What follows belongs to an exercise in optimizing a design on an open flow for small area and a short achievable clock period; a production flow would make more cautious choices.
In this exercise RTL edits were held to simulation tests only and were not proved equivalent to the original.
Power and IR drop assume default switching activity.

==> design.v <==
module half_stage (
    input  wire               clk,
    input  wire               rst,
    input  wire               minphase,
    input  wire               in_valid,
    input  wire signed [17:0] in_data,
    output reg                out_valid,
    output reg  signed [17:0] out_data
);
    localparam integer TAPS = 19;
    reg signed [17:0] x [0:TAPS-1];
    reg               odd;       
    reg               calc;      
    integer t;
    always @(posedge clk) begin
        if (rst) begin
            for (t = 0; t < TAPS; t = t + 1)
                x[t] <= 18'sd0;
            odd  <= 1'b0;
            calc <= 1'b0;
        end else begin
            calc <= in_valid && !odd;
            if (in_valid) begin
                x[0] <= in_data;
                for (t = 1; t < TAPS; t = t + 1)
                    x[t] <= x[t-1];
                odd <= !odd;
            end
        end
    end
    wire signed [39:0] sum_lin =
          40'sd498    * x[0]
        - 40'sd1520   * x[2]
        + 40'sd4181   * x[4]
        - 40'sd10578  * x[6]
        + 40'sd40187  * x[8]
        + 40'sd65536  * x[9]
        + 40'sd40187  * x[10]
        - 40'sd10578  * x[12]
        + 40'sd4181   * x[14]
        - 40'sd1520   * x[16]
        + 40'sd498    * x[18];
    wire signed [39:0] sum_min =
          40'sd22000  * x[0]
        + 40'sd38000  * x[1]
        + 40'sd36000  * x[2]
        + 40'sd22000  * x[3]
        + 40'sd9000   * x[4]
        + 40'sd2500   * x[5]
        + 40'sd1572   * x[6];
    wire signed [39:0] sum = minphase ? sum_min : sum_lin;
    wire signed [22:0] q    = sum[39:17];
    wire        [16:0] frac = sum[16:0];
    wire               up   = (frac > 17'h10000) || (frac == 17'h10000 && q[0]);
    wire signed [22:0] r    = q + {22'd0, up};
    wire signed [17:0] y = (r > 23'sd131071)  ? 18'sd131071 :
                           (r < -23'sd131072) ? -18'sd131072 : r[17:0];
    always @(posedge clk) begin
        if (rst) begin
            out_valid <= 1'b0;
            out_data  <= 18'sd0;
        end else begin
            out_valid <= calc;
            if (calc)
                out_data <= y;
        end
    end
endmodule
module rate_ctl (
    input  wire               clk,
    input  wire               rst,         
    input  wire [1:0]         rate_sel,    
    input  wire               minphase,    
    input  wire               in_valid,
    input  wire signed [17:0] in_data,
    output reg                out_valid,
    output reg  signed [17:0] out_data
);
    wire               v1, v2, v3;
    wire signed [17:0] d1, d2, d3;
    half_stage s1 (.clk(clk), .rst(rst), .minphase(minphase),
                   .in_valid(in_valid), .in_data(in_data),
                   .out_valid(v1), .out_data(d1));
    half_stage s2 (.clk(clk), .rst(rst), .minphase(minphase),
                   .in_valid(v1), .in_data(d1),
                   .out_valid(v2), .out_data(d2));
    half_stage s3 (.clk(clk), .rst(rst), .minphase(minphase),
                   .in_valid(v2), .in_data(d2),
                   .out_valid(v3), .out_data(d3));
    reg               sel_valid;
    reg signed [17:0] sel_data;
    always @(*) begin
        case (rate_sel)
            2'd0:    begin sel_valid = in_valid; sel_data = in_data; end
            2'd1:    begin sel_valid = v1;       sel_data = d1;      end
            2'd2:    begin sel_valid = v2;       sel_data = d2;      end
            default: begin sel_valid = v3;       sel_data = d3;      end
        endcase
    end
    always @(posedge clk) begin
        if (rst) begin
            out_valid <= 1'b0;
            out_data  <= 18'sd0;
        end else begin
            out_valid <= sel_valid;
            if (sel_valid)
                out_data <= sel_data;
        end
    end
endmodule
==> run.sh <==
#!/bin/bash
# synth_recipe.tcl (not shown) runs the flow's synth.tcl, then flattens the netlist and writes it again
# the make line also repeats each setting of config.mk as NAME=value (left out here)
make -C /OpenROAD-flow-scripts/flow DESIGN_CONFIG=/design/flow/config.mk WORK_HOME=/design/flow/orfs CLKGATE_MAP_FILE= SYNTH_SCRIPT=/design/flow/synth_recipe.tcl finish
==> config.mk <==
export PLATFORM = sky130hd
export DESIGN_NAME = rate_ctl
export DESIGN_NICKNAME = rate_ctl
export VERILOG_FILES = /design/flow/design.v
export SDC_FILE = /design/flow/constraint.sdc
export NUM_CORES = 4
export LEC_CHECK = 0
export CAP_MARGIN = 20
export CORE_MARGIN = 2
export CORE_UTILIZATION = 40
export PLACE_DENSITY = 0.6
export SLEW_MARGIN = 20
==> constraint.sdc <==
create_clock -name core_clock -period 20.0 [get_ports {clk}]
set_input_delay 4.0000 -clock core_clock [delete_from_list [all_inputs] [get_ports {clk}]]
set_output_delay 4.0000 -clock core_clock [all_outputs]
set_load 0.01 [all_outputs]
==> run notes <==
proportion of synthesized flip-flops having asynchronous set or reset 0%; area of the core region 708000 sq um; via count of the first global-routing pass 210000; sinks on the clock net 1108; post-synthesis cell type with the largest combined area fa_1; TritonCTS clock tree yes; Max Fclk 71.2 MHz; Final Hold Viols 0; initial antenna violation count 19; I/O Pins 43; number of standard-cell rows in the floorplan 309; kind of cell adding the most delay to the critical path adder cells; Worst Setup End Kind register; global-route wire length before repair 1280 mm; total design power 11.6 mW; setup repair after global routing missed its margin no; max-cap viol count 0; final critical path time including I/O delays and setup 14.05 ns; mean number of vias per cell 4.98; Placer Congestion 0.976; clock latency of the later-clocked register in the worst-skew pair 1.00 ns; clock-pin slew on the worst setup and hold paths 0.06 ns; launching element type of the critical path register; Total Wirelength 824 mm; most frequent CP cell fa_1; Clock Tree Buf Depth 4; detailed placer's ending HPWL 717 mm; total overflow reported by the global router 0; Synth Warn # 3; status timing/DRC/antenna clean; Hold Path Class register to register; number of buffers inserted by hold repair at cts 0; GRT Util Overall 23.2%; area growth from synthesis to final layout 6.61%; leakage component of the power 169 nW; Vias 200000; die span in x 847 microns; flip-flop and latch count after synthesis 1108; most instantiated flip-flop cell in the synthesis netlist dfxtp_1; detailed-route wire length per cell 20.5 microns; # port buffers 42; largest fanout of any net on the critical path 17; Final nets 40400; cell area after technology mapping 285000 sq um; pin count of the biggest net entering global routing 171; vertical extent of the die 847 microns; number of CTS-inserted buffers 173; most frequent cells in the layout inv_1 (8655), fa_1 (4989), ha_1 (4918); portion of synthesized cell area occupied by the leading cell type 35.1%; largest cells by area after synthesis fa_1 (35%), ha_1 (22%), inv_1 (11%), dfxtp_1 (7.8%), mux2i_1 (4.0%); most common cell after layout, fill and taps aside inv_1; effective utilization at floorplan 40.2%; share of synthesized area occupied by flip-flops and latches 7.79%; CTS H-tree lvls 4; delay of the slowest critical-path stage 0.81 ns; Critical-path top delay cell a2111oi_1; CP required 20.78 ns; area of the die 718000 sq um; CTS resizes 0; number of different library cells in the post-synthesis netlist 110; remaining antenna violation count 0; number of design rule violations left after detail routing 0; number of buffers inserted by post-CTS setup repair 0; slew at the pin closest to its max-slew limit 1.35 ns; worst vdd ir 0.124 mV; final clock period utilization by the worst path 70.2%; worst setup path class register to register; Final Max Tran Viols 0; violation count after the first detailed-route iteration 11900; power density over cell area 38.2 nW/um^2; synthesized area per cell 9.36 sq um; signal arrival time at the worst endpoint 14.83 ns; worst-case clock skew 0.0644 ns; endpoints failing setup 0; layout cells sized above 1 2.93%; Rel. slew slack 10.3%; number of synthesized flops with an enable pin 0; drt first pass iters 8; net count after synthesis 40300; Crit path buffers/inverters 7; post-synthesis instance total 30400; buffer cell driving the clock tree root clkbuf_16; final setup TNS 0 ns
==> power by group <==
group	switching (mW)	internal (mW)	total (mW)
Sequential	0.0674	2.23	2.30
Clock	1.44	1.91	3.36
Combinational	3.77	2.17	5.93
Total	5.28	6.31	11.6
==> final cells by class <==
class                           instances  area [sq um]
Clock buffer                          198          4560
Sequential cell                      1108         22200
Antenna cell                           13          32.5
Timing Repair Buffer                  284          2290
Clock inverter                        114          1410
Tap cell                             9485         11900
Inverter                             8662         32500
Fill cell                           69600        405000
Multi-Input combinational cell      20300        228000
==> metal layers <==
layer / share of wire [%] / GRT usage (%)
met1: 46 / 32.3
met2: 45 / 37.3
met3: 4.8 / 2.78
met4: 4.6 / 8.63
met5: 0.0025 / 0
==> worst paths after layout <==
| kind | startpoint | to | slack (ns) | depth (start not counted) |
|---|---|---|---|---|
| max | s1.x[8][8] | s1.out_data[1] | 5.95 | 45 |
| min | s3.odd | s3.calc | 0.45 | 1 |
| max reg2reg | s1.x[8][8] | s1.out_data[1] | 5.95 | 45 |
| min reg2reg | s3.odd | s3.calc | 0.45 | 1 |
==> logic make-up (layout without fill, tap and decap cells) <==
family	count (synthesis)	count (layout)	share of synthesized area (%)
adders and majority gates	9907	9907	56.7
buffers and inverters	9028	9258	11.9
and+or+nand+nor	4487	4487	7.26
AOI/OAI and AO/OA	3033	3033	6.90
xor gates and xnor gates	1659	1659	5.11
muxes	1191	1191	4.29
DFF	1108	1108	7.79
other	0	13	0
==> Yosys cell counts, drive strengths merged (135+ instances only) <==
| cell | instances |
|---|---|
| inv | 8658 |
| fa | 4989 |
| ha | 4918 |
| nor2 | 1946 |
| mux2i | 1145 |
| dfxtp | 1108 |
| xnor2 | 1051 |
| a21oi | 917 |
| nand2 | 802 |
| o21ai | 621 |
| xor2 | 608 |
| nor3 | 384 |
| a21o | 322 |
| nand3 | 309 |
| clkbuf | 242 |
| or2 | 194 |
| nand2b | 171 |
| nor2b | 169 |
| o21bai | 144 |
| and3 | 139 |
| o21a | 135 |
| or3 | 135 |
==> worst register-to-register path: cells and delay by family, from the launching register on <==
family | cells | cell delay, ns
AND/OR/NAND/NOR | 7 | 1.82
multiplexers | 1 | 0.46
buffers and inverters | 7 | 0.58
adder cells (fa/ha/maj) | 13 | 5.97
AO/OA/AOI/OAI | 15 | 3.97
flip-flops | 1 | 0.61
XOR/XNOR | 2 | 0.46
==> sequential cells by signal (all words and copies together), names as in the netlist, 18 cells and up <==
signal and flops:
s1.x 342, s2.x 342, s3.x 342, out_data 18, s1.out_data 18, s2.out_data 18, s3.out_data 18
==> per-stage QoR <==
step                      cells  cell area [sq um]  hold slack (ns)  worst slack (ns)  util (%)
after floorplan           30400             285000            0.420              7.91         -
after global placement    39800             297000            0.427              5.60      42.0
after detailed placement  39800             297000            0.433              6.20      42.0
after CTS                 40100             303000            0.447              6.14      42.8
after global routing      40100             303000            0.455              5.30      42.8
final                     40100             303000            0.450              5.95      42.8

-- what the ideal ports hide --
The flow's constraints put no driver on any port. The routed layout listed below was extracted and timed again, unchanged, in two steps.
Step 1, drivers: a clkbuf_16 drives clk and a buf_2 each remaining input, both assumed.
Step 2 moves the port delays by t, midway between the first and last clock arrival at a register: inputs arrive t later, outputs are due t later. That takes back most of the time a late clock gives input paths.
Slacks: no drivers / after step 1 / after step 2; pairs: no drivers / after step 1.
t (ns): 1.086
slack for setup (ns): 5.954 / 5.954 / 5.954
worst hold slack (ns): 0.450 / 0.450 / 0.450
worst slew at a driven data input, ns: 0.36
pins driven straight from the clock port: 1
After both steps this run still meets setup and hold. For this run, drivers alone change the setup slack by 0.000 ns; drivers and shift together by 0.000 ns.
